From an optimization exercise on the open Yosys and OpenROAD flow, aimed at small area, a short achievable clock period and few clock cycles per item; shortcuts taken in it are not production practice.
Function was checked by simulation only, so behaviour that the tests miss may differ from the original.
No activity file was given, so power comes from the tool's default toggle rates.

Design friction_interp, start of the top module:
module friction_interp (
    input  wire        clk,
    input  wire        rst,
    input  wire        start,
    input  wire [31:0] p,
    input  wire [31:0] pos_min,
    input  wire [31:0] span,
    input  wire        rotary,
    output wire        busy,
    output reg         done,
    output wire [31:0] term,
    output wire        mem_req,
    output wire [7:0]  mem_addr,
    input  wire [31:0] mem_rdata
);
Size in the first run: roughly 210 flip-flops, about 180 I/O pins, about 14000 um^2 of cells after synthesis.
Settings: LEC_CHECK=0, CAP_MARGIN=20, CORE_MARGIN=2, CORE_UTILIZATION=72, CTS_CLUSTER_DIAMETER=100, CTS_CLUSTER_SIZE=24, PLACE_DENSITY=0.85, SLEW_MARGIN=20; clock period 12.0 ns.
standard.sh (not shown) runs the stock make flow with config.mk's settings and CLKGATE_MAP_FILE= SYNTH_SCRIPT=/design/flow/synth_recipe.tcl, a recipe that flattens the netlist after the stock synthesis.
==> flow/flow/run.sh <==
#!/bin/bash
set -euo pipefail
bash standard.sh SETUP_SLACK_MARGIN=8.6 \
  'BUFFER_PORTS_ARGS=-buffer_cell sky130_fd_sc_hd__buf_1' finish > make_finish.log 2>&1
Testbench counts at the start, summed over its fixed seeds: cycles 124,973, lookups 4,096.
Change:
PLACE_DENSITY = not set   (was 0.85)
Result: The changed run finished clean. Synthesized cell count is unchanged. Global-route usage falls by 0.12 points. Clock-buffer cell count falls by 1. Routed wire length falls by 2.0%.
Change:
--- a/flow/flow/run.sh
+++ b/flow/flow/run.sh
@@ -3 +3 @@
-bash standard.sh SETUP_SLACK_MARGIN=8.6 \
+bash standard.sh SETUP_SLACK_MARGIN=8.7 \
What happened:
- The new run passed the timing, DRC and antenna checks
- die area is unchanged
- routed wire length grows by about a fifth
- first-iteration DRC count goes up by a quarter to a third
- clock-buffer cell count rises by 1
- final area went up by a few percent
- global-route usage is higher by 3.3 points
- cell count rises by a few percent
- total power is higher by roughly a tenth
- hold slack gets better by 0.0071 ns
- non-clock buffer count grows by 52
- synthesized cell count stays the same
Change:
--- a/flow/flow/run.sh
+++ b/flow/flow/run.sh
@@ -3 +3 @@
-bash standard.sh SETUP_SLACK_MARGIN=8.7 \
+bash standard.sh SETUP_SLACK_MARGIN=8.6 \
CORE_UTILIZATION = 65   (was 72)
=>
- total power decreases by 11%
- synthesized cell count stays the same
- wire length went down by 14%
- cell area shrinks by 5.5%
- combinational power falls by 16%
- utilization drops by 13 points
- first-iteration DRC count falls by 45%
- sequential cell count does not change
- clock-buffer cell count is lower by 1
- sequential power is about the same

## oak
friction_interp, a different RTL version from the one above (not shown whole).
For scale: about 180 I/O pins.
clock: 12.0 ns
lec_check: 0
cap_margin: 20
core_margin: 2
core_utilization: 40
cts_cluster_diameter: 100
cts_cluster_size: 24
slew_margin: 20
==> flow/flow/run.sh <==
#!/bin/bash
set -euo pipefail
bash standard.sh SETUP_SLACK_MARGIN=8.6 \
  'BUFFER_PORTS_ARGS=-buffer_cell sky130_fd_sc_hd__buf_1' finish > make_finish.log 2>&1
Testbench counts of oak, summed over its fixed seeds: cycles 124,973, lookups 4,096.
## Diff of input files: pine against oak
==> flow/flow/run.sh <==
#!/bin/bash
set -euo pipefail
bash standard.sh SETUP_SLACK_MARGIN=8.6 finish > make_finish.log 2>&1
==> comparison <==
Diff pine..oak | share of synthesized area spent on multiplexers | unchanged
A origin of the worst setup path of run is what oak shows, while addr[0] belongs to pine.
Logic gate share of total power: lower on pine
Taking oak as the reference, in pine clock network fraction of design power has increased, worst-margin pin slew went down by 18 ps, final area shows an increase of 580 um^2.
Compared with oak, pine is more frugal on power.
## Diff of input files: birch against pine
# pine
export LEC_CHECK = 0
export CAP_MARGIN = 20
export CORE_MARGIN = 2
export CORE_UTILIZATION = 40
export CTS_CLUSTER_DIAMETER = 100
export CTS_CLUSTER_SIZE = 24
export SLEW_MARGIN = 20
create_clock -name core_clock -period 12.0 [get_ports {clk}]
# birch
export LEC_CHECK = 0
export CAP_MARGIN = 20
export CORE_MARGIN = 2
export CORE_UTILIZATION = 55
export CTS_CLUSTER_DIAMETER = 120
export CTS_CLUSTER_SIZE = 30
export SLEW_MARGIN = 20
create_clock -name core_clock -period 12.0 [get_ports {clk}]
Notes after the runs:
birch vs pine on cell area: birch is the lower one. Min number of global-route vias before repair across birch and pine: birch. Data-path buffer share of cell area in the final layout | birch above pine. Diff pine -> birch: instance area at placement shrank by 1.0%, layout buffer count excluding clock buffers moved up, number of buffers added by the clock tree synthesis step lost 4.

-- static timing again, ports no longer ideal --
No port has a modelled driver above. Below, the same layouts with a new extraction and two added sets of constraints.
Step 1 assumes that a clkbuf_16 drives the clock port and a buf_2 every other input.
Step 2 adds t to the input delays and takes it off the output delays; t is the mean of the earliest and latest rising clock arrival at the registers after step 1. Input paths then give back, and output paths get back, about the clock's delay inside the block.
Three values: no drivers, after step 1, after step 2; two values: the first two.
run	t, ns	slack for setup (ns)	worst setup path after step 2	latest minus earliest clock arrival (ns)
the first run of note 1	0.528	8.566 / 8.521 / 8.572	register to register	0.028 / 0.028
the second run of note 1	0.530	8.550 / 8.506 / 8.550	register to register	0.021 / 0.021
the third run of note 1	0.523	8.402 / 8.402 / 8.402	register to register	0.024 / 0.024
the fourth run of note 1	0.526	8.538 / 8.538 / 8.538	register to register	0.017 / 0.017
oak	0.547	8.516 / 8.467 / 8.566	register to register	0.019 / 0.018
pine	0.550	8.546 / 8.498 / 8.444	input to register	0.023 / 0.024
birch	0.530	8.520 / 8.468 / 8.447	input to register	0.018 / 0.018
After both steps setup and hold are still met in every run listed. For pine, which loses most, drivers alone change the setup slack by -0.048 ns; drivers and shift together by -0.102 ns.
